From an optimization exercise on the open Yosys and OpenROAD flow, aimed at small area, a short achievable clock period and few clock cycles per item; shortcuts taken in it are not production practice.
Where RTL was checked, it was by simulation tests only, not by an equivalence proof against the original.
The RTL of run 7 was laid out without a check of its function.

**flow/flow/run.sh**
```bash
#!/bin/bash
# Layout flow: the standard flow (standard.sh), except that
#  - synthesis maps the logic with the ABC script flow/abc_map.script; the
#    registers are untouched, and the flow checks that the netlist has the
#    same flip-flops (names and cell types) as the standard synthesis, and
#    uses the standard netlist if not;
#  - the make variables in flow/params.sh are added (port buffer cell,
#    repair margins).
# Each tool's output goes to a log file in the work folder.
set -uo pipefail
W=$(pwd)
RES=$W/orfs/results/$FLOW_PLATFORM/cipher_aes_core/base
source flow/params.sh

# 1. the standard synthesis, for reference
bash standard.sh synth > std_synth.log 2>&1 || exit 1
cp $RES/1_2_yosys.v $W/std_1_2_yosys.v

# 2. our synthesis, in a work area of its own
sed -e "s#@ABC_SCRIPT@#$W/flow/abc_map.script#" flow/synth.tcl > $W/my_synth.tcl
make -C $FLOW_HOME DESIGN_CONFIG=$W/config.mk WORK_HOME=$W/mysyn CLKGATE_MAP_FILE= \
     SYNTH_SCRIPT=$W/my_synth.tcl synth > my_synth.log 2>&1
MYV=$W/mysyn/results/$FLOW_PLATFORM/cipher_aes_core/base/1_2_yosys.v

# 3. same registers?
regs() { grep -oE '^ *sky130_fd_sc_hd__(df|edf|sdf|sedf|dlx|dlr)[a-z0-9_]* +[^ ]+' "$1" | sed -E 's/_[0-9]+ +/ /; s/^ *//' | sort; }
if [[ -s $MYV ]] && cmp -s <(regs $W/std_1_2_yosys.v) <(regs $MYV); then
  echo "own synthesis: registers match, using it" > synth_choice.log
  cp $MYV $RES/1_2_yosys.v
  touch $RES/1_2_yosys.v
else
  echo "own synthesis: registers differ or missing, using the standard netlist" > synth_choice.log
fi
regs $W/std_1_2_yosys.v | wc -l >> synth_choice.log
regs $MYV | wc -l >> synth_choice.log

# 4. the rest of the standard flow
bash standard.sh "${MAKE_ARGS[@]}" finish > std_flow.log 2>&1
```
**flow/flow/abc_map.script**
```
strash
dc2
&get -n
&dch -f
&nf -R 1000
&put
buffer -c
topo
stime -c
upsize -c
dnsize -c
```
**flow/flow/params.sh**
```bash
MAKE_ARGS=(SETUP_SLACK_MARGIN=5.1 "BUFFER_PORTS_ARGS=-buffer_cell sky130_fd_sc_hd__buf_1" "CTS_ARGS=-sink_clustering_enable -repair_clock_nets -dont_use_dummy_load -sink_clustering_size 20 -buf_list {sky130_fd_sc_hd__clkbuf_4 sky130_fd_sc_hd__clkbuf_8}")
```
**flow/flow/synth.tcl**
```tcl
proc synth {args} { yosys synth -nofsm -noshare {*}$args }
proc abc {args} {
  set i [lsearch $args -script]
  set args [lreplace $args $i [expr {$i + 1}] -script @ABC_SCRIPT@]
  yosys abc {*}$args
}
source $::env(SCRIPTS_DIR)/synth.tcl
# left out here: clear keep_hierarchy, flatten, clean up, hide names made inside functions, write 1_2_yosys.v
```
**flow/standard.sh**
```bash
#!/bin/bash
# synth_recipe.tcl (not shown) runs the flow's synth.tcl, then flattens the netlist and writes it again
# the make line also repeats each setting of config.mk as NAME=value (left out here)
make -C /OpenROAD-flow-scripts/flow DESIGN_CONFIG=/design/flow/config.mk WORK_HOME=/design/flow/orfs CLKGATE_MAP_FILE= SYNTH_SCRIPT=/design/flow/synth_recipe.tcl "${@:-finish}"
```
**flow/config.mk**
```make
export PLATFORM = sky130hd
export DESIGN_NAME = cipher_aes_core
export DESIGN_NICKNAME = cipher_aes_core
export VERILOG_FILES = /design/flow/design.v
export SDC_FILE = /design/flow/constraint.sdc
export NUM_CORES = 8
export LEC_CHECK = 0
export CAP_MARGIN = 10
export CORE_MARGIN = 2
export CORE_UTILIZATION = 40
export PLACE_DENSITY = 0.6
export SLEW_MARGIN = 10
```
**flow/constraint.sdc**
```tcl
create_clock -name core_clock -period 8.0 [get_ports {clk}]
set_input_delay 1.6000 -clock core_clock [delete_from_list [all_inputs] [get_ports {clk}]]
set_output_delay 1.6000 -clock core_clock [all_outputs]
set_load 0.01 [all_outputs]
```
**flow/design.v**
```verilog
module aes_sbox (
    input  wire [7:0] a,
    output wire [7:0] y
);
    wire [11:0] mid;
    aes_sbox_top u_top (.a(a), .m(mid));
    aes_sbox_bot u_bot (.m(mid), .y(y));
endmodule
module aes_sbox_top (
    input  wire [7:0]  a,
    output wire [11:0] m
);
    wire U0, U1, U2, U3, U4, U5, U6, U7;
    wire T1, T2, T3, T4, T5, T6, T7, T8, T9, T10, T11, T12, T13, T14, T15, T16, T17, T18, T19, T20, T21, T22, T23, T24, T25, T26, T27;
    wire M1, M2, M3, M4, M5, M6, M7, M8, M9, M10, M11, M12, M13, M14, M15, M16, M17, M18, M19, M20, M21, M22, M23, M24, M25, M26, M27, M28, M29, M30, M31, M32, M33, M34, M35, M36, M37, M38, M39, M40;
    assign {U0, U1, U2, U3, U4, U5, U6, U7} = a;
    assign T1 = U0 ^ U3;
    assign T2 = U0 ^ U5;
    assign T3 = U0 ^ U6;
    assign T4 = U3 ^ U5;
    assign T5 = U4 ^ U6;
    assign T6 = T1 ^ T5;
    assign T7 = U1 ^ U2;
    assign T8 = U7 ^ T6;
    assign T9 = U7 ^ T7;
    assign T10 = T6 ^ T7;
    assign T11 = U1 ^ U5;
    assign T12 = U2 ^ U5;
    assign T13 = T3 ^ T4;
    assign T14 = T6 ^ T11;
    assign T15 = T5 ^ T11;
    assign T16 = T5 ^ T12;
    assign T17 = T9 ^ T16;
    assign T18 = U3 ^ U7;
    assign T19 = T7 ^ T18;
    assign T20 = T1 ^ T19;
    assign T21 = U6 ^ U7;
    assign T22 = T7 ^ T21;
    assign T23 = T2 ^ T22;
    assign T24 = T2 ^ T10;
    assign T25 = T20 ^ T17;
    assign T26 = T3 ^ T16;
    assign T27 = T1 ^ T12;
    assign M1 = T13 & T6;
    assign M2 = T23 & T8;
    assign M3 = T14 ^ M1;
    assign M4 = T19 & U7;
    assign M5 = M4 ^ M1;
    assign M6 = T3 & T16;
    assign M7 = T22 & T9;
    assign M8 = T26 ^ M6;
    assign M9 = T20 & T17;
    assign M10 = M9 ^ M6;
    assign M11 = T1 & T15;
    assign M12 = T4 & T27;
    assign M13 = M12 ^ M11;
    assign M14 = T2 & T10;
    assign M15 = M14 ^ M11;
    assign M16 = M3 ^ M2;
    assign M17 = M5 ^ T24;
    assign M18 = M8 ^ M7;
    assign M19 = M10 ^ M15;
    assign M20 = M16 ^ M13;
    assign M21 = M17 ^ M15;
    assign M22 = M18 ^ M13;
    assign M23 = M19 ^ T25;
    assign M24 = M22 ^ M23;
    assign M25 = M22 & M20;
    assign M26 = M21 ^ M25;
    assign M27 = M20 ^ M21;
    assign M28 = M23 ^ M25;
    assign M29 = M28 & M27;
    assign M30 = M26 & M24;
    assign M31 = M20 & M23;
    assign M32 = M27 & M31;
    assign M33 = M27 ^ M25;
    assign M34 = M21 & M22;
    assign M35 = M24 & M34;
    assign M36 = M24 ^ M25;
    assign M37 = M21 ^ M29;
    assign M38 = M32 ^ M33;
    assign M39 = M23 ^ M30;
    assign M40 = M35 ^ M36;
    assign m = {M37, M38, M39, M40, T6, T8, T16, T9, T13, T23, T3, T22};
endmodule
module aes_sbox_bot (
    input  wire [11:0] m,
    output wire [7:0]  y
);
    wire M37, M38, M39, M40;
    wire T1, T2, T3, T4, T6, T8, T9, T10, T13, T15, T16, T17, T19, T20, T22, T23, T27, U7;
    wire M41, M42, M43, M44, M45, M46, M47, M48, M49, M50, M51, M52, M53, M54, M55, M56, M57, M58, M59, M60, M61, M62, M63;
    wire L0, L1, L2, L3, L4, L5, L6, L7, L8, L9, L10, L11, L12, L13, L14, L15, L16, L17, L18, L19, L20, L21, L22, L23, L24, L25, L26, L27, L28, L29;
    wire S0, S1, S2, S3, S4, S5, S6, S7;
    assign {M37, M38, M39, M40} = m[11:8];
    wire b_T6 = m[7];
    wire b_T8 = m[6];
    wire b_T16 = m[5];
    wire b_T9 = m[4];
    wire b_T13 = m[3];
    wire b_T23 = m[2];
    wire b_T3 = m[1];
    wire b_T22 = m[0];
    assign T1 = b_T13 ^ b_T23 ^ b_T3 ^ b_T22;
    assign T2 = b_T23 ^ b_T22;
    assign T3 = b_T3;
    assign T4 = b_T13 ^ b_T3;
    assign T6 = b_T6;
    assign T8 = b_T8;
    assign T9 = b_T9;
    assign T10 = b_T8 ^ b_T9;
    assign T13 = b_T13;
    assign T15 = b_T6 ^ b_T8 ^ b_T16 ^ b_T9;
    assign T16 = b_T16;
    assign T17 = b_T16 ^ b_T9;
    assign T19 = b_T13 ^ b_T23;
    assign T20 = b_T3 ^ b_T22;
    assign T22 = b_T22;
    assign T23 = b_T23;
    assign T27 = b_T6 ^ b_T16;
    assign U7 = b_T6 ^ b_T8;
    assign M41 = M38 ^ M40;
    assign M42 = M37 ^ M39;
    assign M43 = M37 ^ M38;
    assign M44 = M39 ^ M40;
    assign M45 = M42 ^ M41;
    assign M46 = M44 & T6;
    assign M47 = M40 & T8;
    assign M48 = M39 & U7;
    assign M49 = M43 & T16;
    assign M50 = M38 & T9;
    assign M51 = M37 & T17;
    assign M52 = M42 & T15;
    assign M53 = M45 & T27;
    assign M54 = M41 & T10;
    assign M55 = M44 & T13;
    assign M56 = M40 & T23;
    assign M57 = M39 & T19;
    assign M58 = M43 & T3;
    assign M59 = M38 & T22;
    assign M60 = M37 & T20;
    assign M61 = M42 & T1;
    assign M62 = M45 & T4;
    assign M63 = M41 & T2;
    assign L0 = M61 ^ M62;
    assign L1 = M50 ^ M56;
    assign L2 = M46 ^ M48;
    assign L3 = M47 ^ M55;
    assign L4 = M54 ^ M58;
    assign L5 = M49 ^ M61;
    assign L6 = M62 ^ L5;
    assign L7 = M46 ^ L3;
    assign L8 = M51 ^ M59;
    assign L9 = M52 ^ M53;
    assign L10 = M53 ^ L4;
    assign L11 = M60 ^ L2;
    assign L12 = M48 ^ M51;
    assign L13 = M50 ^ L0;
    assign L14 = M52 ^ M61;
    assign L15 = M55 ^ L1;
    assign L16 = M56 ^ L0;
    assign L17 = M57 ^ L1;
    assign L18 = M58 ^ L8;
    assign L19 = M63 ^ L4;
    assign L20 = L0 ^ L1;
    assign L21 = L1 ^ L7;
    assign L22 = L3 ^ L12;
    assign L23 = L18 ^ L2;
    assign L24 = L15 ^ L9;
    assign L25 = L6 ^ L10;
    assign L26 = L7 ^ L9;
    assign L27 = L8 ^ L10;
    assign L28 = L11 ^ L14;
    assign L29 = L11 ^ L17;
    assign S0 = L6 ^ L24;
    assign S1 = ~(L16 ^ L26);
    assign S2 = ~(L19 ^ L28);
    assign S3 = L6 ^ L21;
    assign S4 = L20 ^ L22;
    assign S5 = L25 ^ L29;
    assign S6 = ~(L13 ^ L27);
    assign S7 = ~(L6 ^ L23);
    assign y = {S0, S1, S2, S3, S4, S5, S6, S7};
endmodule
module cipher_aes_core (
    input  wire         clk,
    input  wire         rst,         
    input  wire         in_valid,
    output wire         in_ready,
    input  wire         in_key256,   
    input  wire [255:0] in_key,
    input  wire [127:0] in_block,
    output reg          out_valid,
    output reg  [127:0] out_block
);
    localparam integer MW = 12;    
    function [7:0] xtime(input [7:0] b);
        xtime = {b[6:0], 1'b0} ^ (b[7] ? 8'h1b : 8'h00);
    endfunction
    reg          s_valid;
    reg          s_k256;
    reg  [3:0]   s_round;    
    reg  [7:0]   s_rcon;
    reg  [127:0] s_state;
    reg  [127:0] s_ka;
    reg  [127:0] s_kb;
    reg          a_valid;
    reg          a_k256;
    reg  [3:0]   a_round;
    reg  [7:0]   a_rcon;
    reg  [16*MW-1:0] a_state;    
    reg  [4*MW-1:0]  a_kx;       
    reg  [127:0] a_ka;
    reg  [127:0] a_kb;
    reg          b_valid;
    reg          b_k256;
    reg          b_k128;     
    reg  [3:0]   b_round;
    reg  [7:0]   b_rcon;
    reg  [127:0] b_sub;      
    reg  [31:0]  b_kx;       
    reg  [127:0] b_kp;       
    reg  [127:0] b_kb;
    wire [16*MW-1:0] s_mid;
    wire [4*MW-1:0]  s_kmid;
    genvar gi;
    generate
        for (gi = 0; gi < 16; gi = gi + 1) begin : g_top
            aes_sbox_top u_top (.a(s_state[8*gi +: 8]), .m(s_mid[MW*gi +: MW]));
        end
        for (gi = 0; gi < 4; gi = gi + 1) begin : g_ktop
            aes_sbox_top u_top (.a(s_kb[8*gi +: 8]), .m(s_kmid[MW*gi +: MW]));
        end
    endgenerate
    wire [127:0] a_sub;
    wire [31:0]  a_ksub;
    generate
        for (gi = 0; gi < 16; gi = gi + 1) begin : g_bot
            aes_sbox_bot u_bot (.m(a_state[MW*gi +: MW]), .y(a_sub[8*gi +: 8]));
        end
        for (gi = 0; gi < 4; gi = gi + 1) begin : g_kbot
            aes_sbox_bot u_bot (.m(a_kx[MW*gi +: MW]), .y(a_ksub[8*gi +: 8]));
        end
    endgenerate
    wire [127:0] a_kbase = a_ka;
    wire         a_krot  = !a_k256 || !a_round[0];
    wire [31:0]  a_krc   = a_krot ? {a_rcon, 24'h000000} : 32'h00000000;
    wire [31:0]  a_kp01  = a_kbase[127:96] ^ a_kbase[95:64];
    wire [31:0]  a_kp23  = a_kbase[63:32] ^ a_kbase[31:0];
    wire [127:0] a_kpre  = {a_kbase[127:96] ^ a_krc,
                            a_kp01 ^ a_krc,
                            a_kp01 ^ a_kbase[63:32] ^ a_krc,
                            a_kp01 ^ a_kp23 ^ a_krc};
    wire b_final = b_k256 ? (b_round == 4'd13) : (b_round == 4'd9);
    wire kx_rot = !b_k256 || !b_round[0];
    wire [31:0] kx_t = kx_rot ? {b_kx[23:0], b_kx[31:24]} : b_kx;
    wire [127:0] kx_next = b_kp ^ {4{kx_t}};
    wire [127:0] rkey = b_k128 ? kx_next : b_kb;
    wire [127:0] shifted;
    generate
        for (gi = 0; gi < 16; gi = gi + 1) begin : g_shift
            localparam integer R = gi % 4;
            localparam integer C = gi / 4;
            localparam integer SRC = 4 * ((C + R) % 4) + R;
            assign shifted[127-8*gi -: 8] = b_sub[127-8*SRC -: 8];
        end
    endgenerate
    wire [127:0] round_out;
    wire [127:0] final_out = shifted ^ rkey;
    generate
        for (gi = 0; gi < 4; gi = gi + 1) begin : g_mix
            wire [31:0] col = shifted[127-32*gi -: 32];
            wire [7:0] a0 = col[31:24];
            wire [7:0] a1 = col[23:16];
            wire [7:0] a2 = col[15:8];
            wire [7:0] a3 = col[7:0];
            wire [7:0] t = a0 ^ a1 ^ a2 ^ a3;
            wire [31:0] d = {t ^ xtime(a0 ^ a1), t ^ xtime(a1 ^ a2),
                             t ^ xtime(a2 ^ a3), t ^ xtime(a3 ^ a0)};
            assign round_out[127-32*gi -: 32] = final_out[127-32*gi -: 32] ^ d;
        end
    endgenerate
    reg  ready;
    assign in_ready = ready;
    reg  load;
    wire a_final = a_k256 ? (a_round == 4'd13) : (a_round == 4'd9);
    wire slot_free_next = !a_valid || a_final;
    wire s_no_pass = !s_valid || !s_k256 || (s_round >= 4'd4);
    wire new_no_pass = ready ? (!in_valid || !in_key256)
                             : (!b_valid || b_final || !b_k256 || (b_round >= 4'd3));
    always @(posedge clk) begin
        if (rst) begin
            ready     <= 1'b1;
            load      <= 1'b1;
            s_valid   <= 1'b0;
            a_valid   <= 1'b0;
            b_valid   <= 1'b0;
            out_valid <= 1'b0;
        end else begin
            ready     <= slot_free_next && s_no_pass && new_no_pass;
            load      <= slot_free_next;
            s_valid   <= ready ? in_valid : (b_valid && !b_final);
            a_valid   <= s_valid;
            b_valid   <= a_valid;
            out_valid <= b_valid && b_final;
        end
    end
    always @(posedge clk) begin
        a_k256  <= s_k256;
        a_round <= s_round;
        a_rcon  <= s_rcon;
        a_state <= s_mid;
        a_kx    <= s_kmid;
        a_ka    <= s_ka;
        a_kb    <= s_kb;
        b_k256  <= a_k256;
        b_k128  <= !a_k256;
        b_round <= a_round;
        b_rcon  <= a_rcon;
        b_sub   <= a_sub;
        b_kx    <= a_ksub;
        b_kp    <= a_kpre;
        b_kb    <= a_kb;
        out_block <= final_out;
        if (load) begin
            s_k256  <= in_key256;
            s_round <= 4'd0;
            s_rcon  <= 8'h01;
            s_state <= in_block ^ in_key[255:128];
            s_ka    <= in_key[255:128];
            s_kb    <= in_key256 ? in_key[127:0] : in_key[255:128];
        end else begin
            s_k256  <= b_k256;
            s_round <= b_round + 4'd1;
            s_rcon  <= kx_rot ? xtime(b_rcon) : b_rcon;
            s_state <= round_out;
            s_ka    <= b_k128 ? kx_next : b_kb;
            s_kb    <= kx_next;
        end
    end
endmodule
```
==> results.txt, run 1 <==
Rows=146; Largest delay share family, worst path=flip-flops; DRT iter0 DRCs=3239; Worst slew margin=0.2194; Final ANT Viol Nets=0; launch point of the worst hold path=a_kb[37]$_DFF_P_; Post-Layout Cell Count=about 9100; iteration count of the initial detailed-routing pass=5; Placed Instances=8800; Final Setup Violations=0; CTS buffer count=about 230; pin count of the biggest net entering global routing=139; routed wire length=~210000 um; fillers=15000; slowest stage delay, CP=0.36 ns; most common cell after layout, fill and taps aside=xnor2_1; GPL Wtd Cong=about 0.9; Core Area=about 0.16 mm2; Slew @ Worst Pin=around 1.2 ns; pre-CTS setup slack=4.654 ns; IO Count=518; CTS tree=built; r2r startpoint=b_round[0]$_DFF_P_; Root Driver=clkbuf_8; Layout Skew=0.1166 ns; worst setup margin=4.940 ns; Critical Path AT=1.46 ns; hold_buf cts=0; Hold WC Path Type=register to register; clk buf depth=3; Initial Util=0.4041; Crit. End Element=output port; layout cell share with drive strength beyond 1=0.09950; Post-DP Area=0.06852 mm2; Worst Hold Endpoint=b_kb[37]$_DFF_P_; Fin. Hold Viols=0; Via Count=around 44000; Cells after Synth=6324; first-pass GRT wire length=301800 um; Wirelength per Cell=23.41 um; Worst Path Required=6.40 ns; CTS clock-pin slew for the worst setup and hold paths=0.06 ns; Mean Syn Cell Area=10.14 um2; Final period util=0.3825; Max Transition Viols Final=0; GRT overflow=0; Die Y=404.5 um; r2r endpoint=s_state[33]$_DFF_P_; worst-case reg-to-reg path depth=8; Clk Latency, worst-skew pair=just under 1 ns; min Tclk post-route=3.060 ns; vias per std cell=4.885; I/O Buffers=517; RSZ-0062 raised after global routing=yes; Stages on worst setup path=1; vias in the first global route=44720; buffers and inverters on the worst path=1; initial antenna violation count=15; Die Area=0.1636 mm2; HPWL Detailed=168800 um; area added between synthesis and finish=15.53%; depth of the CTS H-tree=4; Die Width=just over 400 um; synthesized area=0.06415 mm2; yosys warns=1; design area=0.07411 mm2; Tot GR Track Use=0.2541; r2r setup slk=around 5.2 ns; Startpoint Class=register; residual DRC count=0; fmax=around 0.33 GHz; post-synthesis net count=6754; outcome=timing/DRC/antenna clean; WHS Path Cells=0; ordered cell list for the critical path=buf_6; max-cap viol count=0; kind of critical path=register to output port; setup_tns=0 ns; most frequent cells in the layout=xnor2_1 (1424), dfxtp_1 (1346), xor2_1 (1149), nand2_1 (525), buf_1 (386); slowest CP cell=dfxtp_4; Layout Nets=7427; worst-path fanout max=1; clk sinks=1470
-- metrics by stage --
stage,hold WS [ns],utilization
finish,0.2256,0.4668
global route,0.2571,0.4668
CTS,0.2392,0.4615
detailed placement,0.3121,0.4316
global placement,0.3096,0.4315
floorplan,0.3096,-
-- routing by layer --
metal / routed length [um] / track usage
met1: 95980 / 0.3444
met2: 94870 / 0.3992
met3: 13370 / 0.04757
met4: 8152 / 0.09846
met5: 21 / 0
-- state kept, by name, indices dropped and copies added (netlist names), 4 cells and up --
name and flops:
a_state 192, a_ka 128, a_kb 128, b_kb 128, b_kp 128, b_sub 128, out_block 128, s_ka 128
s_kb 128, s_state 128, a_kx 48, b_kx 32, a_rcon 8, b_rcon 8, s_rcon 8, a_round 4
b_round 4, s_round 4
-- area by class of cell --
type,count,area (um2),share of cell area
diodes,5,12.51,0.0001688
clock buffers,231,3179,0.04290
inverters,63,239.0,0.003225
multi-input cells,4636,34830,0.4700
flip-flops and latches,1470,29700,0.4008
well taps,2072,2592,0.03498
repair buffers,595,3557,0.04800
-- timing repair --
action                     in CTS  in global routing
setup endpoints to repair     259                256
gates resized for setup       426                112
buffers inserted               22                 14
pin swaps                       0                  5
gates cloned                    0                  0
-- worst max path at each step --
stage                                from                  end  slack [ns]
floorplan                       in_key256    s_kb[108]$_DFF_P_        5.38
global placement       b_round[0]$_DFF_P_  s_state[33]$_DFF_P_        4.61
detailed placement              in_key256     s_kb[83]$_DFF_P_        4.65
CTS                 out_block[40]$_DFF_P_        out_block[40]        4.84
global route        out_block[38]$_DFF_P_        out_block[38]        4.89
finish              out_block[15]$_DFF_P_        out_block[15]        4.94
Testbench counts, summed over its fixed seeds: cycles 26,467, items 2,048.
==> run 2, diff against run 1 <==
==> flow/flow/params.sh (replaced) <==
MAKE_ARGS=(SETUP_SLACK_MARGIN=5.1 "BUFFER_PORTS_ARGS=-buffer_cell sky130_fd_sc_hd__buf_1" "CTS_ARGS=-sink_clustering_enable -repair_clock_nets -dont_use_dummy_load -sink_clustering_size 20 -root_buf sky130_fd_sc_hd__clkbuf_16 -buf_list {sky130_fd_sc_hd__clkbuf_8 sky130_fd_sc_hd__clkbuf_16}")
==> run 2 against run 1 <==
  * Utilization increased by 0.074 points
  * Global-route usage decreased by 0.13 points
  * Critical endpoint is now out_block[5]
  * Register-to-register slack got worse by 0.07 ns
  * Highest routed layer unchanged
  * First-iteration DRC count increased by 8.3%
  * Via count decreased by 0.80%
  * Area after synthesis unchanged
  * Maximum frequency increased by 5.1%
  * Still clean on timing, DRC and antenna
==> results.txt, run 2 <==
outcome=timing/DRC/antenna clean; Layout Nets=7340; Biggest register=a_state; yosys warns=1; post-synthesis net count=6754; GPL Wtd Cong=a little over 0.9; ordered cell list for the critical path=buf_6; Die Width=404.5 um; Die Area=0.1636 mm2; Final period util=0.3639; Worst slew margin=0.2378; Wirelength per Cell=23.54 um; hold_buf cts=0; Startpoint Class=register; Core Area=0.1587 mm2; synthesized area=0.06415 mm2; r2r startpoint=b_round[0]$_DFF_P_; setup_tns=0 ns; kind of critical path=register to output port; met2 Usage GRT=0.3990; launch point of the worst hold path=a_kb[43]$_DFF_P_; GRT overflow=0; residual DRC count=0; Slew @ Worst Pin=roughly 1.1 ns; M1 GR Usage=0.3450; RSZ-0062 raised after global routing=yes; Max Transition Viols Final=0; CTS clock-pin slew for the worst setup and hold paths=roughly 0.060 ns; most frequent cells in the layout=xnor2_1 (1423), dfxtp_1 (1386), xor2_1 (1153), nand2_1 (525), buf_1 (412); grt met3 use=0.04105; max reg flops=192; Layout Skew=0.07433 ns; fmax=0.3435 GHz; worst-case reg-to-reg path depth=8; Final Setup Violations=0; vias in the first global route=44090; Tot GR Track Use=0.2527; fillers=around 15000; Die Y=between 400 and 500 um; slowest CP cell=dfxtp_4; depth of the CTS H-tree=4; initial antenna violation count=17; Fin. Hold Viols=0; Root Driver=clkbuf_16; Post-DP Area=0.06852 mm2; most used routing layer=met2; first-pass GRT wire length=roughly 300000 um; Worst Hold Endpoint=b_kb[43]$_DFF_P_; Mean Syn Cell Area=about 10 um2; Hold WC Path Type=register to register; DRT iter0 DRCs=~3500; Critical Path AT=1.31 ns; CTS buffer count=roughly 150; Post-Layout Cell Count=around 9000; Placed Instances=8800; iteration count of the initial detailed-routing pass=6; routed wire length=about 210000 um; Crit. End Element=output port; max-cap viol count=0; design area=0.07423 mm2; area added between synthesis and finish=15.71%; CTS tree=built; IO Count=518; Via Count=43960; r2r endpoint=s_state[123]$_DFF_P_; Initial Util=0.4041; Worst Path Required=6.40 ns; clk sinks=1470; Final ANT Viol Nets=0; worst-path fanout max=1; min Tclk post-route=about 2.9 ns; vias per std cell=4.892; HPWL Detailed=168800 um; Cells after Synth=6324; Stages on worst setup path=1; clk buf depth=3; slowest stage delay, CP=0.41 ns; Final Util=0.4676; most common cell after layout, fill and taps aside=xnor2_1; buffers and inverters on the worst path=1; r2r setup slk=5.10 ns; Rows=146; pin count of the biggest net entering global routing=139; I/O Buffers=517; WHS Path Cells=0; Largest delay share family, worst path=flip-flops; layout cell share with drive strength beyond 1=0.07803; Clk Latency, worst-skew pair=just under 0.8 ns
run 2: final cells by class:
type	count	area (um2)	share of cell area
Multi-Input combinational cell	4636	34820	0.4691
Sequential cell	1470	29640	0.3993
Clock buffer	153	3829	0.05158
Timing Repair Buffer	586	3097	0.04172
Tap cell	2072	2592	0.03493
Inverter	63	239.0	0.003220
Antenna cell	5	12.51	0.0001686
run 2: per-stage QoR:
| step | hold WS, ns | setup slack, ns |
|---|---|---|
| after CTS | 0.2892 | 4.799 |
| after detailed placement | 0.3121 | 4.654 |
| after floorplan | 0.3096 | 5.375 |
| final | 0.2939 | 5.088 |
| after global placement | 0.3096 | 4.611 |
| after global routing | 0.2991 | 4.992 |
run 2: what timing repair did:
item / CTS / global route
pin swaps: 0 / 4
buffers inserted: 12 / 15
endpoints found under the setup margin: 203 / 143
resized for setup: 305 / 99
run 2: routing by layer:
metal  routed length [um]  share of wire  vias up
li1                     -              -    21150
met2                94420           0.45     1393
met1                96390           0.46    21120
met3                12370          0.058      288
met5                   74        0.00035        -
met4                 8219          0.039       10
run 2: worst max-delay path by stage:
stage | start | endpoint
after global placement | b_round[0]$_DFF_P_ | s_state[33]$_DFF_P_
after detailed placement | in_key256 | s_kb[83]$_DFF_P_
final | out_block[5]$_DFF_P_ | out_block[5]
after CTS | b_round[0]$_DFF_P_ | s_state[31]$_DFF_P_
after global routing | b_round[0]$_DFF_P_ | s_state[21]$_DFF_P_
after floorplan | in_key256 | s_kb[108]$_DFF_P_
==> run 3, diff against run 2 <==
==> flow/flow/params.sh (replaced) <==
MAKE_ARGS=(SETUP_SLACK_MARGIN=5.1 "BUFFER_PORTS_ARGS=-buffer_cell sky130_fd_sc_hd__buf_1" "CTS_ARGS=-sink_clustering_enable -repair_clock_nets -dont_use_dummy_load -sink_clustering_size 25 -sink_clustering_max_diameter 60 -root_buf sky130_fd_sc_hd__clkbuf_16 -buf_list {sky130_fd_sc_hd__clkbuf_16}")
==> run 3 against run 2 <==
  * Still clean on timing, DRC and antenna
  * Setup slack worse by 0.025 ns
  * Critical path depth is 8 higher
  * Critical endpoint is now s_state[81]$_DFF_P_
  * Largest cell class unchanged
==> results.txt, run 3 <==
iteration count of the initial detailed-routing pass=7; area added between synthesis and finish=13.65%; Die Y=between 400 and 500 um; fillers=15100; slowest stage delay, CP=0.48 ns; CTS buffer count=110; residual DRC count=0; Die Width=404.5 um; Die Area=0.1636 mm2; pre-CTS setup slack=4.654 ns; vias in the first global route=about 44000; Clk Latency, worst-skew pair=~0.76 ns; layout cell share with drive strength beyond 1=0.06734; Rows=146; Hold WC Path Type=register to register; IO Count=518; Layout Skew=0.1036 ns; Critical Path AT=3.54 ns; Fin. Hold Viols=0; Root Driver=clkbuf_16; Crit. End Element=register; max reg flops=192; most repeated library cell on the critical path=xor2_1; Slew @ Worst Pin=1.131 ns; depth of the CTS H-tree=3; HPWL Detailed=168800 um; Post-DP Area=around 0.069 mm2; I/O Buffers=517; Placed Instances=8800; most common cell after layout, fill and taps aside=xnor2_1; Initial Util=0.4041; DRT iter0 DRCs=3274; Final ANT Viol Nets=0; clk buf depth=3; routed wire length=210400 um; Worst slew margin=0.2434; worst-path fanout max=32; Final Util=0.4593; setup_tns=0 ns; fmax=0.3406 GHz; design area=0.07291 mm2; clk sinks=1470; GPL Wtd Cong=0.9097; Final period util=0.3670; max-cap viol count=0; synthesized area=about 0.064 mm2; vias per std cell=about 4.9; hold_ws=around 0.27 ns; CTS clock-pin slew for the worst setup and hold paths=0.09 ns; Tot GR Track Use=0.2509; slowest CP cell=mux2i_2; Layout Nets=7293; Final Setup Violations=0; Startpoint Class=register; pin count of the biggest net entering global routing=139; Core Area=around 0.16 mm2; hold_buf cts=0; Post-Layout Cell Count=8938; Biggest register=a_state; kind of critical path=register to register; post-synthesis net count=6754; Worst Path Required=8.60 ns; Max Transition Viols Final=0; initial antenna violation count=17; Wirelength per Cell=roughly 24 um; ordered cell list for the critical path=nand2_1 > buf_8 > mux2i_2 > buf_4 > xor2_1 > a21oi_1 > xor2_1 > xnor2_1 > o21ai_0; yosys warns=1; worst setup margin=5.064 ns; outcome=timing/DRC/antenna clean; first-pass GRT wire length=298300 um; min Tclk post-route=2.936 ns; CTS tree=built; RSZ-0062 raised after global routing=yes; Via Count=43540; Mean Syn Cell Area=10.14 um2; GRT overflow=0; most frequent cells in the layout=xnor2_1 (1421), dfxtp_1 (1395), xor2_1 (1155), nand2_1 (525), buf_1 (431); Cells after Synth=6324
run 3: path summary, 6_finish.rpt:
path	from	to	slack [ns]	cells after the start
max	b_k256$_DFF_P_	s_state[81]$_DFF_P_	5.06	9
min	a_kb[60]$_DFF_P_	b_kb[60]$_DFF_P_	0.27	0
max reg2reg	b_k256$_DFF_P_	s_state[81]$_DFF_P_	5.06	9
min reg2reg	a_kb[60]$_DFF_P_	b_kb[60]$_DFF_P_	0.27	0
run 3: worst max-delay path, delay by kind of cell, from the launching register on:
| kind | cells | cell delay [ns] |
|---|---|---|
| DFF | 1 | 0.33 |
| AOI/OAI and AO/OA | 2 | 0.31 |
| muxes | 1 | 0.48 |
| and+or+nand+nor | 1 | 0.10 |
| xor gates and xnor gates | 3 | 0.88 |
| buffers and inverters | 2 | 0.64 |
run 3: repair_timing:
item | 4_1_cts | 5_1_grt
setup endpoints to repair | 173 | 159
buffers inserted | 6 | 17
pin swaps | 0 | 4
resized for setup | 241 | 105
run 3: routing by layer:
metal | track usage | vias to the layer above | share of wire
li1 | - | 21040 | -
met1 | 0.3453 | 20970 | 0.45
met2 | 0.3975 | 1255 | 0.45
met3 | 0.03892 | 270 | 0.061
met4 | 0.08975 | 4 | 0.038
met5 | 0 | - | 0.00013
run 3: cell type report:
cell class	count	area [um2]	share of cell area
clock buffers	110	2753	0.03776
inverters	63	239.0	0.003278
diodes	5	12.51	0.0001716
multi-input cells	4636	34780	0.4770
well taps	2072	2592	0.03556
repair buffers	582	2927	0.04014
flip-flops and latches	1470	29600	0.4061
==> run 4, diff against run 3 <==
==> flow/flow/params.sh (replaced) <==
MAKE_ARGS=(SETUP_SLACK_MARGIN=5.2 "BUFFER_PORTS_ARGS=-buffer_cell sky130_fd_sc_hd__buf_1" "CTS_ARGS=-sink_clustering_enable -repair_clock_nets -dont_use_dummy_load -sink_clustering_size 30 -sink_clustering_max_diameter 60 -root_buf sky130_fd_sc_hd__clkbuf_16 -buf_list {sky130_fd_sc_hd__clkbuf_16}")
==> run 4 against run 3 <==
  * Still clean on timing, DRC and antenna
  * Maximum frequency increased by 1.5%
  * Flip-flop and latch count unchanged
  * Area after synthesis unchanged
  * Cell count rose by 0.15%
  * Die area did not move
  * Via count up 0.70%
  * Setup slack improved by 0.043 ns
  * Wire length up 0.67%
  * Hold slack got worse by 0.011 ns
  * Largest cell class unchanged
  * Highest routed layer unchanged
==> results.txt, run 4 <==
Worst slew margin=0.2321; Fin. Hold Viols=0; post-synthesis net count=6754; first-pass GRT wire length=300100 um; residual DRC count=0; clk sinks=~1500; yosys warns=1; Mean Syn Cell Area=between 10 and 15 um2; synthesized area=about 0.064 mm2; Die Area=0.1636 mm2; max reg flops=~190; Die Y=404.5 um; HPWL Detailed=168800 um; IO Count=approximately 520; Largest delay share family, worst path=flip-flops; Cells after Synth=6324; worst-path fanout max=1; kind of critical path=register to output port; Post-Layout Cell Count=8951; buffers and inverters on the worst path=1; initial antenna violation count=17; Post-DP Area=0.06852 mm2; Layout Skew=0.1164 ns; Placed Instances=8800; Tot GR Track Use=0.2526; Layout Nets=around 7300; GPL Wtd Cong=0.9097; area of the multi-input gates=0.03522 mm2; clk buf depth=3; setup_tns=0 ns; Core Area=0.1587 mm2; Critical Path AT=1.29 ns; Crit. End Element=output port; CTS buffer count=109; CTS tree=built; most frequent cells in the layout=xnor2_1 (1390), dfxtp_1 (1331), xor2_1 (1148), nand2_1 (525), buf_1 (390); hold_buf cts=0; Clk Latency, worst-skew pair=0.78 ns; I/O Buffers=517; Final period util=0.3616; Via Count=43850; Max Transition Viols Final=0; ordered cell list for the critical path=buf_6; fmax=0.3457 GHz; DRT iter0 DRCs=around 3400; outcome=timing/DRC/antenna clean; depth of the CTS H-tree=3; area added between synthesis and finish=15.44%; slowest stage delay, CP=0.42 ns; layout cell share with drive strength beyond 1=0.08980; CTS clock-pin slew for the worst setup and hold paths=0.11 ns; RSZ-0062 raised after global routing=yes; vias per std cell=4.898; most common cell after layout, fill and taps aside=xnor2_1; Biggest register=a_state; Final ANT Viol Nets=0; Startpoint Class=register; Worst Path Required=6.40 ns; min Tclk post-route=~2.9 ns; routed wire length=approximately 210000 um; Final Setup Violations=0; vias in the first global route=43660; Rows=146; slowest CP cell=dfxtp_4; design area=~0.074 mm2; max-cap viol count=0; Wirelength per Cell=23.67 um; Die Width=404.5 um; Slew @ Worst Pin=~1.1 ns; GRT overflow=0; Hold WC Path Type=register to register; pin count of the biggest net entering global routing=133; Initial Util=0.4041; register area=0.02971 mm2; Root Driver=clkbuf_16; iteration count of the initial detailed-routing pass=5; fillers=14960
[run 4: through the flow]
step,utilization,hold WS (ns),setup slack (ns)
floorplan,-,0.3096,5.375
global placement,0.4315,0.3096,4.611
detailed placement,0.4316,0.3121,4.654
CTS,0.4595,0.2637,5.028
global route,0.4664,0.2696,5.057
finish,0.4665,0.2634,5.107
[run 4: layout make-up]
cell class / count / area share
tap: 2072 / 0.03501
multi-input combinational: 4636 / 0.4756
inverter: 63 / 0.003227
sequential: 1470 / 0.4013
clock buffer: 109 / 0.03683
antenna: 8 / 0.0002703
timing repair buffer: 593 / 0.04775
[run 4: timing repair]
action,4_1_cts,5_1_grt
cloned,1,0
setup endpoints to repair,285,253
setup buffers,15,18
pin swaps,0,9
resized for setup,443,149
[run 4: path summary, 6_finish.rpt]
| path | start | end | slack, ns | cells past startpoint |
|---|---|---|---|---|
| worst max-delay path | out_block[97]$_DFF_P_ | out_block[97] | 5.11 | 1 |
| worst min-delay path | a_kb[60]$_DFF_P_ | b_kb[60]$_DFF_P_ | 0.26 | 0 |
| worst max register to register | b_k256$_DFF_P_ | s_state[82]$_DFF_P_ | 5.22 | 9 |
| worst min register to register | a_kb[60]$_DFF_P_ | b_kb[60]$_DFF_P_ | 0.26 | 0 |
[run 4: metal layers]
| metal | GRT usage | part of all wire | up-vias |
|---|---|---|---|
| met4 | 0.08602 | 0.036 | 4 |
| li1 | - | - | 21080 |
| met1 | 0.3501 | 0.45 | 21120 |
| met3 | 0.03628 | 0.063 | 265 |
| met2 | 0.4016 | 0.45 | 1376 |
| met5 | 0 | 0.00013 | - |
==> run 5, diff against run 4 <==
==> flow/flow/abc_map.script (replaced) <==
strash
&get -n
&dch -f
&nf
&st
&dch -f
&nf
&st
&dch -f
&nf
&put
buffer -c
topo
stime -c
upsize -c
dnsize -c
==> flow/flow/params.sh (replaced) <==
MAKE_ARGS=(SETUP_SLACK_MARGIN=5.1 "BUFFER_PORTS_ARGS=-buffer_cell sky130_fd_sc_hd__buf_1" "CTS_ARGS=-sink_clustering_enable -repair_clock_nets -dont_use_dummy_load -sink_clustering_size 30 -sink_clustering_max_diameter 60 -root_buf sky130_fd_sc_hd__clkbuf_16 -buf_list {sky130_fd_sc_hd__clkbuf_16}")
==> run 5 against run 4 <==
  * Die area up 5.1%
  * Clock skew grew 0.0087 ns
  * Design area rose by 2.6%
  * Wire length rose by 3.3%
  * Clock-buffer cell count is 3 higher
  * Highest routed layer is now met4
==> results.txt, run 5 <==
Placed Instances=~9300; HPWL Detailed=177600 um; slowest CP cell=xnor2_1; Crit. End Element=register; I/O Buffers=517; max reg flops=192; Final Setup Violations=0; Biggest register=a_state; vias in the first global route=about 46000; Worst slew margin=0.2389; Max Transition Viols Final=0; Tot GR Track Use=0.2463; Hold WC Path Type=register to register; Core Area=0.1674 mm2; Via Count=46340; fmax=0.3447 GHz; max-cap viol count=0; hold_buf cts=0; Worst Setup SP=b_k256$_DFF_P_; CTS tree=built; r2r endpoint=s_state[7]$_DFF_P_; Final period util=0.3627; iteration count of the initial detailed-routing pass=6; post-synthesis net count=7125; layout cell share with drive strength beyond 1=0.06993; Critical Path AT=about 3.5 ns; Die Area=0.1719 mm2; setup_tns=0 ns; min Tclk post-route=2.901 ns; worst-case reg-to-reg path depth=8; CTS clock-pin slew for the worst setup and hold paths=0.10 ns; CTS buffer count=approximately 110; IO Count=518; pin count of the biggest net entering global routing=157; GRT overflow=0; Slew @ Worst Pin=1.142 ns; Final ANT Viol Nets=0; synthesized area=0.06745 mm2; Worst Path Required=8.61 ns; Clk Latency, worst-skew pair=0.78 ns; slowest stage delay, CP=0.58 ns; r2r setup slk=5.10 ns; Cells after Synth=about 6700; most frequent cells in the layout=xnor2_1 (1508), dfxtp_1 (1402), xor2_1 (807), nand2_1 (584), o21ai_0 (506); Largest delay share family, worst path=XOR/XNOR gates; first-pass GRT wire length=310100 um; initial antenna violation count=7; Wirelength per Cell=around 23 um; Startpoint Class=register; r2r startpoint=b_k256$_DFF_P_; yosys warns=1; clk sinks=1470; Rows=150; Stages on worst setup path=8; Layout Nets=between 7000 and 8000; routed wire length=218900 um; Root Driver=clkbuf_16; worst-path fanout max=47; kind of critical path=register to register; buffers and inverters on the worst path=1; RSZ-0062 raised after global routing=yes; residual DRC count=0; Die Width=between 400 and 500 um; clk buf depth=3; area added between synthesis and finish=12.59%; depth of the CTS H-tree=3; Die Y=414.6 um; end of the critical path=s_state[7]$_DFF_P_; most common cell after layout, fill and taps aside=xnor2_1; vias per std cell=4.928; DRT iter0 DRCs=3273; outcome=timing/DRC/antenna clean; Mean Syn Cell Area=10.07 um2; Layout Skew=0.1251 ns; Initial Util=0.4029; Post-Layout Cell Count=about 9400; Fin. Hold Viols=0; ordered cell list for the critical path=buf_8 > a21oi_1 > or2_2 > xnor2_1 > mux2i_1 > xnor2_1 > or2_2 > a22oi_1; GPL Wtd Cong=a little under 1
## run 5: cell count changes in the layout (fill, tap and decap cells not counted), sizes merged, moves of 47 or more
cell and delta:
a21o +68, a21oi -235, a22oi -88, a31oi +47, mux2i +71, nand2 +60, nand3b +47, nor2 -162
nor2b +206, o21a -120, o21ai +369, xnor2 +129, xnor3 +54, xor2 -355
## run 5: worst register-to-register path, delay by kind of cell, from the launching register on
family	cells	cell delay, ns
AO/OA/AOI/OAI	2	0.33
flip-flops	1	0.35
multiplexers	1	0.22
buffers and inverters	1	0.28
AND/OR/NAND/NOR	2	0.79
XOR/XNOR	2	0.81
## run 5: area by class of cell
type                       count  area [um2]
fill                       15990       91470
sequential                  1470       29550
antenna                        6       15.01
multi-input combinational   4943       37900
inverter                     106       397.9
timing repair buffer         562        2527
tap                         2204        2758
clock buffer                 112        2803
## run 5: how the worst min path moves through the flow
stage                     depth (start not counted)  slack (ns)          endpoint        startpoint
after global placement                            0        0.31  b_kb[81]$_DFF_P_  a_kb[81]$_DFF_P_
final                                             0        0.26  b_kb[18]$_DFF_P_  a_kb[18]$_DFF_P_
after global routing                              0        0.27  b_kb[18]$_DFF_P_  a_kb[18]$_DFF_P_
after detailed placement                          0        0.31  a_ka[75]$_DFF_P_  s_ka[75]$_DFF_P_
after floorplan                                   0        0.31   a_ka[0]$_DFF_P_   s_ka[0]$_DFF_P_
after CTS                                         0        0.27  b_kb[18]$_DFF_P_  a_kb[18]$_DFF_P_
## run 5: what timing repair did
action,4_1_cts,5_1_grt
setup endpoints to repair,219,144
pin swaps,1,12
gates cloned,0,0
gates resized for setup,155,128
setup buffers,9,13
## run 5: stage by stage
step	util	hold WS, ns	cell area, um2	worst slack [ns]
final	0.4536	0.2632	75940	5.099
after global placement	0.4281	0.3099	71680	4.247
after CTS	0.4482	0.2673	75040	4.946
after global routing	0.4535	0.2716	75930	5.052
after floorplan	-	0.3096	67450	5.260
after detailed placement	0.4281	0.3121	71680	4.208
## run 5: per-layer routing
layer	GRT usage	up-vias	share of wire	wire, um
met5	0	-	0	0
met4	0.1378	0	0.061	13370
met3	0.02750	356	0.046	10130
met2	0.4136	1225	0.47	103500
met1	0.3078	22270	0.42	91940
li1	-	22480	-	-
==> run 6, diff against run 5 <==
==> flow/flow/abc_map.script (replaced) <==
strash
dc2
&get -n
&dch -f
&nf -R 1000
&put
buffer -c
topo
stime -c
upsize -c
dnsize -c
==> run 6 against run 5 <==
  * Utilization rose by 0.58 points
  * Clock-buffer cell count fell by 3
  * Area after synthesis fell by 4.9%
  * Still clean
  * Highest routed layer is now met5
==> results.txt, run 6 <==
Metal-1 WL=~96000 um; most common cell after layout, fill and taps aside=xnor2_1; post-synthesis net count=6754; Root Driver=clkbuf_16; Placed Instances=8800; pin count of the biggest net entering global routing=139; I/O Buffers=around 520; Largest delay share family, worst path=flip-flops; GRT overflow=0; most frequent cells in the layout=xnor2_1 (1422), dfxtp_1 (1393), xor2_1 (1155), nand2_1 (525), buf_1 (431); Final ANT Viol Nets=0; Worst Path Required=6.40 ns; pre-CTS setup slack=between 4 and 5 ns; worst setup margin=5.112 ns; HPWL Detailed=168800 um; layout cell share with drive strength beyond 1=0.06775; Worst slew margin=0.2842; Mean Syn Cell Area=10.14 um2; kind of critical path=register to output port; Die Y=slightly above 400 um; Critical Path AT=approximately 1.3 ns; design area=0.07294 mm2; Rows=146; area added between synthesis and finish=13.70%; Startpoint Class=register; Die Width=~400 um; Layout Nets=roughly 7300; r2r startpoint=b_k256$_DFF_P_; IO Count=518; Clk Latency, worst-skew pair=0.77 ns; max layer used=met5; Tot GR Track Use=0.2509; Biggest register=a_state; iteration count of the initial detailed-routing pass=6; max-cap viol count=0; launch point of the worst hold path=a_kb[60]$_DFF_P_; slowest CP cell=dfxtp_4; outcome=timing/DRC/antenna clean; Fin. Hold Viols=0; yosys warns=1; WHS Path Cells=0; Final Setup Violations=0; hold_buf cts=0; Die Area=0.1636 mm2; DRT iter0 DRCs=3506; GPL Wtd Cong=0.9097; ordered cell list for the critical path=buf_6; worst-case reg-to-reg path depth=8; CTS tree=built; max reg flops=around 190; RSZ-0062 raised after global routing=yes; routed wl met3=~12000 um; initial antenna violation count=17; fmax=0.3462 GHz; Cells after Synth=6324; setup_tns=0 ns; Final Util=0.4595; r2r endpoint=s_state[123]$_DFF_P_; buffers and inverters on the worst path=1; Hold WC Path Type=register to register; CTS buffer count=~110; Slew @ Worst Pin=1.066 ns; depth of the CTS H-tree=3; residual DRC count=0; Crit. End Element=output port; routed wire length=210400 um; worst-path fanout max=1; hold_ws=0.2685 ns; vias per std cell=4.876; vias in the first global route=about 44000; Final period util=0.3610; first-pass GRT wire length=298300 um; min Tclk post-route=~2.9 ns; r2r setup slk=5.20 ns; Initial Util=0.4041; clk sinks=1470; Post-DP Area=0.06852 mm2; Max Transition Viols Final=0; Post-Layout Cell Count=8941; fillers=15090; Worst Hold Endpoint=b_kb[60]$_DFF_P_; clk buf depth=3; slowest stage delay, CP=0.41 ns; CTS clock-pin slew for the worst setup and hold paths=0.11 ns; Via Count=43590; Layout Skew=0.1072 ns; Wirelength per Cell=23.53 um; routed length on met2=roughly 94000 um; Core Area=roughly 0.16 mm2; synthesized area=0.06415 mm2
## run 6: cell types whose count changed in the layout (fill, tap and decap cells not counted), moves of 86 or more
cell     delta
o21ai_0   -355
xor2_1    +348
a21oi_1   +237
nor2b_1   -205
nor2_1    +162
o21a_1    +120
a22oi_1    +88
xnor2_1    -86
## run 6: final cells by class
type,count,area (um2),area share
Antenna cell,6,15.01,0.0002059
Clock buffer,109,2728,0.03740
Inverter,63,239.0,0.003277
Multi-Input combinational cell,4636,34790,0.4770
Sequential cell,1470,29600,0.4059
Tap cell,2072,2592,0.03554
Timing Repair Buffer,585,2968,0.04069
## run 6: worst max-delay path by stage
stage,cells past startpoint,from,endpoint,slack [ns]
after floorplan,6,in_key256,s_kb[108]$_DFF_P_,5.38
after global placement,8,b_round[0]$_DFF_P_,s_state[33]$_DFF_P_,4.61
after detailed placement,5,in_key256,s_kb[83]$_DFF_P_,4.65
after CTS,9,b_round[0]$_DFF_P_,s_state[118]$_DFF_P_,4.87
after global routing,8,b_round[0]$_DFF_P_,s_state[34]$_DFF_P_,5.04
final,1,out_block[97]$_DFF_P_,out_block[97],5.11
## run 6: per-layer routing
layer  track usage  vias up
li1              -    21050
met1        0.3464    20950
met2        0.3977     1326
met3       0.03738      262
met4       0.08890        4
met5             0        -
## run 6: what timing repair did
action	4_1_cts	5_1_grt
gates resized for setup	244	105
buffers inserted	6	20
hold endpoints to repair	0	0
endpoints found under the setup margin	171	160
pin swaps	0	4
==> run 7, diff against run 6 <==
--- a/flow/design.v
+++ b/flow/design.v
@@ -215,6 +215,7 @@
     reg          b_valid;
     reg          b_k256;
     reg          b_k128;     
+    reg          b_rot;      
     reg  [3:0]   b_round;
     reg  [7:0]   b_rcon;
     reg  [127:0] b_sub;      
@@ -252,7 +253,7 @@
                             a_kp01 ^ a_kbase[63:32] ^ a_krc,
                             a_kp01 ^ a_kp23 ^ a_krc};
     wire b_final = b_k256 ? (b_round == 4'd13) : (b_round == 4'd9);
-    wire kx_rot = !b_k256 || !b_round[0];
+    wire kx_rot = b_rot;
     wire [31:0] kx_t = kx_rot ? {b_kx[23:0], b_kx[31:24]} : b_kx;
     wire [127:0] kx_next = b_kp ^ {4{kx_t}};
     wire [127:0] rkey = b_k128 ? kx_next : b_kb;
@@ -315,6 +316,7 @@
         a_kb    <= s_kb;
         b_k256  <= a_k256;
         b_k128  <= !a_k256;
+        b_rot   <= a_krot;
         b_round <= a_round;
         b_rcon  <= a_rcon;
         b_sub   <= a_sub;
==> run 7 against run 6 <==
  * Critical path type unchanged
  * Maximum frequency is 1.9% lower
  * Hold slack got worse by 0.00074 ns
  * First-iteration DRC count up 3.5%
  * Design area down 0.45%
  * Wire length is 1.8% higher
  * Register-to-register slack got worse by 0.06 ns
  * Sequential share of layout area up 0.16 points
  * Critical endpoint is now out_block[41]
  * Cell count up 1.3%
  * Highest routed layer unchanged
==> results.txt, run 7 <==
Layout Nets=7409; slowest CP cell=dfxtp_4; Core Area=about 0.16 mm2; setup_tns=0 ns; synthesized area=0.06408 mm2; fillers=15260; buffers and inverters on the worst path=1; WHS Path Cells=0; vias per std cell=between 4 and 5; Biggest register=a_state; outcome=timing/DRC/antenna clean; I/O Buffers=517; hold_buf cts=0; r2r startpoint=b_rot$_DFF_P_; Worst Setup SP=out_block[41]$_DFF_P_; launch point of the worst hold path=s_kb[55]$_DFF_P_; layout cell share with drive strength beyond 1=0.06091; slowest stage delay, CP=roughly 0.43 ns; Rows=approximately 150; depth of the CTS H-tree=3; vias in the first global route=43260; Worst Hold Endpoint=a_kb[55]$_DFF_P_; Via Count=roughly 44000; Root Driver=clkbuf_16; most frequent cells in the layout=xnor2_1 (1531), dfxtp_1 (1414), xor2_1 (1034), nand2_1 (769), buf_1 (441); Hold WC Path Type=register to register; Startpoint Class=register; Die Area=0.1634 mm2; Max Transition Viols Final=0; Mean Syn Cell Area=approximately 9.9 um2; Layout Skew=0.1002 ns; pre-CTS setup slack=around 3.8 ns; GPL Wtd Cong=0.9375; Initial Util=0.4037; min Tclk post-route=approximately 2.9 ns; Worst slew margin=0.2966; max reg flops=192; Worst Path Required=6.40 ns; worst-path fanout max=1; IO Count=518; CTS tree=built; Die Width=~400 um; first-pass GRT wire length=298400 um; Clk Latency, worst-skew pair=0.78 ns; hold_ws=0.2678 ns; Cells after Synth=6467; GRT overflow=0; HPWL Detailed=171400 um; area of the multi-input gates=around 0.035 mm2; worst-case reg-to-reg path depth=8; fmax=0.3398 GHz; yosys warns=1; Stages on worst setup path=1; Largest delay share family, worst path=flip-flops; Die Y=404.2 um; CTS buffer count=about 110; kind of critical path=register to output port; DRT iter0 DRCs=3628; post-synthesis net count=roughly 6900; r2r setup slk=between 5 and 6 ns; clk buf depth=3; Final Setup Violations=0; initial antenna violation count=11; max-cap viol count=0; Tot GR Track Use=0.2528; ordered cell list for the critical path=buf_6; pin count of the biggest net entering global routing=173; Final period util=0.3679; residual DRC count=0; r2r endpoint=s_state[96]$_DFF_P_; Slew @ Worst Pin=between 1 and 1.5 ns; Crit. End Element=output port; area added between synthesis and finish=13.31%; Final ANT Viol Nets=0; iteration count of the initial detailed-routing pass=5; clk sinks=between 1000 and 1500; worst setup margin=approximately 5 ns; register area=0.02958 mm2; routed wire length=between 200000 and 250000 um; Wirelength per Cell=between 20 and 25 um; Fin. Hold Viols=0; Critical Path AT=1.34 ns; RSZ-0062 raised after global routing=yes; most common cell after layout, fill and taps aside=xnor2_1; CTS clock-pin slew for the worst setup and hold paths=0.11 ns
-- run 7: cell types whose count changed in the layout (fill, tap and decap cells not counted), moves of 11 or more --
| cell | delta |
|---|---|
| o21a_1 | -127 |
| inv_1 | +11 |
| xor2_1 | -121 |
| xnor2_1 | +109 |
| nand2_1 | +244 |
| nand2b_1 | -128 |
| dfxtp_2 | -14 |
| dfxtp_1 | +21 |
| a21oi_1 | -122 |
| o21ai_0 | +262 |
| nor2_1 | -14 |
| buf_4 | -17 |
-- run 7: timing repair --
| action | 4_1_cts | 5_1_grt |
|---|---|---|
| pin swaps | 1 | 4 |
| endpoints found under the setup margin | 324 | 183 |
| setup buffers | 4 | 12 |
| gates cloned | 1 | 2 |
| gates resized for setup | 224 | 96 |
-- run 7: final cells by class --
type | count | share of cell area
multi-input cells | 4755 | 0.4766
flip-flops and latches | 1471 | 0.4075
clock buffers | 112 | 0.03860
repair buffers | 565 | 0.03733
well taps | 2072 | 0.03571
inverters | 74 | 0.003998
diodes | 9 | 0.0003102
-- run 7: routing by layer --
metal | vias to the layer above | global-route usage | wire (um)
li1 | 21450 | - | -
met5 | - | 0 | 13
met3 | 277 | 0.03584 | 13510
met2 | 1458 | 0.4046 | 96150
met1 | 21280 | 0.3457 | 95840
met4 | 2 | 0.09211 | 8578
-- run 7: per-stage QoR --
stage	utilization	cells	cell area, um2
global route	0.4573	9051	72590
CTS	0.4523	9035	71790
global placement	0.4300	8918	68260
floorplan	-	6467	64080
finish	0.4574	9058	72610
detailed placement	0.4300	8918	68260
-- run 7: worst max-delay path by stage --
stage | endpoint | slack [ns]
after floorplan | s_kb[100]$_DFF_P_ | 5.41
after global placement | s_kb[123]$_DFF_P_ | 3.81
after detailed placement | s_kb[123]$_DFF_P_ | 3.75
after CTS | out_block[100] | 5.01
after global routing | out_block[100] | 5.02
final | out_block[41] | 5.06
==> run 8, diff against run 7 <==
--- a/flow/design.v
+++ b/flow/design.v
@@ -215,7 +215,6 @@
     reg          b_valid;
     reg          b_k256;
     reg          b_k128;     
-    reg          b_rot;      
     reg  [3:0]   b_round;
     reg  [7:0]   b_rcon;
     reg  [127:0] b_sub;      
@@ -253,7 +252,7 @@
                             a_kp01 ^ a_kbase[63:32] ^ a_krc,
                             a_kp01 ^ a_kp23 ^ a_krc};
     wire b_final = b_k256 ? (b_round == 4'd13) : (b_round == 4'd9);
-    wire kx_rot = b_rot;
+    wire kx_rot = !b_k256 || !b_round[0];
     wire [31:0] kx_t = kx_rot ? {b_kx[23:0], b_kx[31:24]} : b_kx;
     wire [127:0] kx_next = b_kp ^ {4{kx_t}};
     wire [127:0] rkey = b_k128 ? kx_next : b_kb;
@@ -316,7 +315,6 @@
         a_kb    <= s_kb;
         b_k256  <= a_k256;
         b_k128  <= !a_k256;
-        b_rot   <= a_krot;
         b_round <= a_round;
         b_rcon  <= a_rcon;
         b_sub   <= a_sub;
--- a/flow/config.mk
+++ b/flow/config.mk
@@ -7,6 +7,6 @@
 export LEC_CHECK = 0
 export CAP_MARGIN = 10
 export CORE_MARGIN = 2
-export CORE_UTILIZATION = 40
-export PLACE_DENSITY = 0.6
+export CORE_UTILIZATION = 50
+export PLACE_DENSITY = 0.7
 export SLEW_MARGIN = 10
==> run 8 against run 7 <==
  * Clock skew increased by 0.014 ns
  * Critical path type unchanged
  * Via count decreased by 0.76%
  * Wire length decreased by 7.5%
  * Design area decreased by 0.93%
==> results.txt, run 8 <==
Tot GR Track Use=0.2929; Worst slew margin=0.3185; Core Area=0.1275 mm2; hold_buf cts=0; grt met3 use=0.03774; Layout Skew=0.1146 ns; Worst Hold Endpoint=a_ka[110]$_DFF_P_; Die Width=362.2 um; WHS Path Cells=0; r2r startpoint=b_round[0]$_DFF_P_; launch point of the worst hold path=s_ka[110]$_DFF_P_; ordered cell list for the critical path=buf_6; Die Area=between 0.1 and 0.15 mm2; most used routing layer=met2; synthesized area=~0.064 mm2; initial antenna violation count=13; design area=0.07193 mm2; Slew @ Worst Pin=1.019 ns; Post-DP Area=0.06790 mm2; depth of the CTS H-tree=3; area added between synthesis and finish=12.13%; Critical Path AT=around 1.3 ns; RSZ-0062 raised after global routing=yes; fmax=0.3459 GHz; Clk Latency, worst-skew pair=0.78 ns; DRT iter0 DRCs=3689; Die Y=362.2 um; Layout Nets=between 7000 and 8000; Crit. End Element=output port; Via Count=between 40000 and 50000; Root Driver=clkbuf_16; HPWL Detailed=roughly 160000 um; CTS clock-pin slew for the worst setup and hold paths=0.11 ns; CTS tree=built; Initial Util=0.5031; worst-case reg-to-reg path depth=8; Max Transition Viols Final=0; Mean Syn Cell Area=10.14 um2; iteration count of the initial detailed-routing pass=5; Fin. Hold Viols=0; max reg flops=192; outcome=timing/DRC/antenna clean; Cells after Synth=between 6000 and 7000; Biggest register=a_state; residual DRC count=0; buffers and inverters on the worst path=1; Worst Path Required=6.40 ns; slowest CP cell=dfxtp_4; most common cell after layout, fill and taps aside=xnor2_1; Wirelength per Cell=23.29 um; post-synthesis net count=a little under 7000; setup_tns=0 ns; Startpoint Class=register; yosys warns=1; IO Count=518; pin count of the biggest net entering global routing=~130; layout cell share with drive strength beyond 1=0.05698; Final ANT Viol Nets=0; worst-path fanout max=1; clk sinks=1470; r2r setup slk=5.12 ns; Rows=131; r2r endpoint=s_state[61]$_DFF_P_; Largest delay share family, worst path=flip-flops; GPL Wtd Cong=0.9547; vias in the first global route=between 40000 and 50000; Hold WC Path Type=register to register; CTS buffer count=107; first-pass GRT wire length=283400 um; vias per std cell=a little over 5; Final period util=0.3614; routed wire length=198100 um; fillers=11190; most frequent cells in the layout=xnor2_1 (1425), dfxtp_1 (1417), xor2_1 (1157), nand2_1 (525), buf_1 (461); clk buf depth=3; met2 Usage GRT=0.4758; Final Setup Violations=0; n_diodes=0; GRT overflow=0; max-cap viol count=0; min Tclk post-route=2.891 ns; slowest stage delay, CP=0.43 ns; I/O Buffers=517; M1 GR Usage=0.3893; kind of critical path=register to output port
run 8: repair_timing:
item                                    4_1_cts  5_1_grt
gates resized for setup                     162       99
pin swaps                                     0        0
endpoints found under the setup margin      165      167
hold endpoints to repair                      0        0
buffers inserted                              4       14
run 8: final cells by class:
| class | instances | area [um2] | share of cell area |
|---|---|---|---|
| clock buffer | 107 | 2678 | 0.03723 |
| sequential | 1470 | 29530 | 0.4105 |
| inverter | 63 | 239.0 | 0.003322 |
| timing repair buffer | 568 | 2640 | 0.03670 |
| multi-input combinational | 4636 | 34760 | 0.4833 |
| tap | 1662 | 2079 | 0.02891 |
run 8: how the worst max path moves through the flow:
stage | startpoint | end | slack (ns) | cells past startpoint
floorplan | in_key256 | s_kb[108]$_DFF_P_ | 5.38 | 6
global placement | in_key256 | s_kb[89]$_DFF_P_ | 4.44 | 5
detailed placement | in_key256 | s_kb[74]$_DFF_P_ | 4.44 | 5
CTS | b_round[0]$_DFF_P_ | s_state[65]$_DFF_P_ | 4.83 | 8
global route | b_round[0]$_DFF_P_ | s_state[61]$_DFF_P_ | 4.98 | 8
finish | out_block[127]$_DFF_P_ | out_block[127] | 5.11 | 1
run 8: per-stage QoR:
| step | std cells | worst slack (ns) | hold WS (ns) | utilization |
|---|---|---|---|---|
| 2_1_floorplan | 6324 | 5.375 | 0.3096 | - |
| 3_3_place_gp | 8381 | 4.438 | 0.3096 | 0.5325 |
| 3_5_place_dp | 8381 | 4.437 | 0.3121 | 0.5325 |
| 4_1_cts | 8492 | 4.833 | 0.2374 | 0.5576 |
| 5_1_grt | 8506 | 4.983 | 0.2499 | 0.5641 |
| 6_report | 8506 | 5.109 | 0.2444 | 0.5641 |
run 8: metal layers:
metal	vias up	share of wire	wire, um
li1	21050	-	-
met1	21220	0.43	85190
met2	1525	0.46	90880
met3	333	0.064	12670
met4	4	0.047	9303
met5	-	0.00014	27
Testbench counts of run 8, summed over its fixed seeds: cycles 26,467, items 2,048.

[static timing again, ports no longer ideal]
No port has a modelled driver above. Below, the same layouts with a new extraction and two added sets of constraints.
Step 1 assumes that a clkbuf_16 drives the clock port and a buf_2 every other input.
Step 2 adds t to the input delays and takes it off the output delays; t is the mean of the earliest and latest rising clock arrival at the registers after step 1. Input paths then give back, and output paths get back, about the clock's delay inside the block.
Three values: ideal ports, drivers, drivers and shift; two values: the first two.
| run | shift t [ns] | setup WS [ns] | hold WS [ns] | worst register clock-pin slew, ns | worst slew at a driven data input, ns |
|---|---|---|---|---|---|
| run 1 | 1.008 | 4.940 / 4.857 / 4.554 | 0.226 / 0.226 / 0.226 | 0.07 / 0.07 | 0.25 |
| run 2 | 0.842 | 5.088 / 5.004 / 4.586 | 0.294 / 0.294 / 0.294 | 0.06 / 0.06 | 0.23 |
| run 3 | 0.793 | 5.064 / 5.022 / 4.553 | 0.274 / 0.274 / 0.274 | 0.10 / 0.10 | 0.25 |
| run 4 | 0.800 | 5.107 / 5.020 / 4.552 | 0.263 / 0.263 / 0.263 | 0.12 / 0.12 | 0.24 |
| run 5 | 0.796 | 5.099 / 5.045 / 4.530 | 0.263 / 0.263 / 0.263 | 0.10 / 0.10 | 0.11 |
| run 6 | 0.793 | 5.112 / 5.027 / 4.555 | 0.269 / 0.269 / 0.269 | 0.11 / 0.11 | 0.23 |
| run 7 | 0.818 | 5.057 / 4.975 / 4.302 | 0.268 / 0.268 / 0.268 | 0.11 / 0.11 | 0.24 |
| run 8 | 0.798 | 5.109 / 5.029 / 4.435 | 0.244 / 0.244 / 0.244 | 0.11 / 0.11 | 0.08 |
After both steps every run listed still meets setup and hold. For run 7, which loses most, drivers alone change the setup slack by -0.082 ns; drivers and shift together by -0.755 ns.
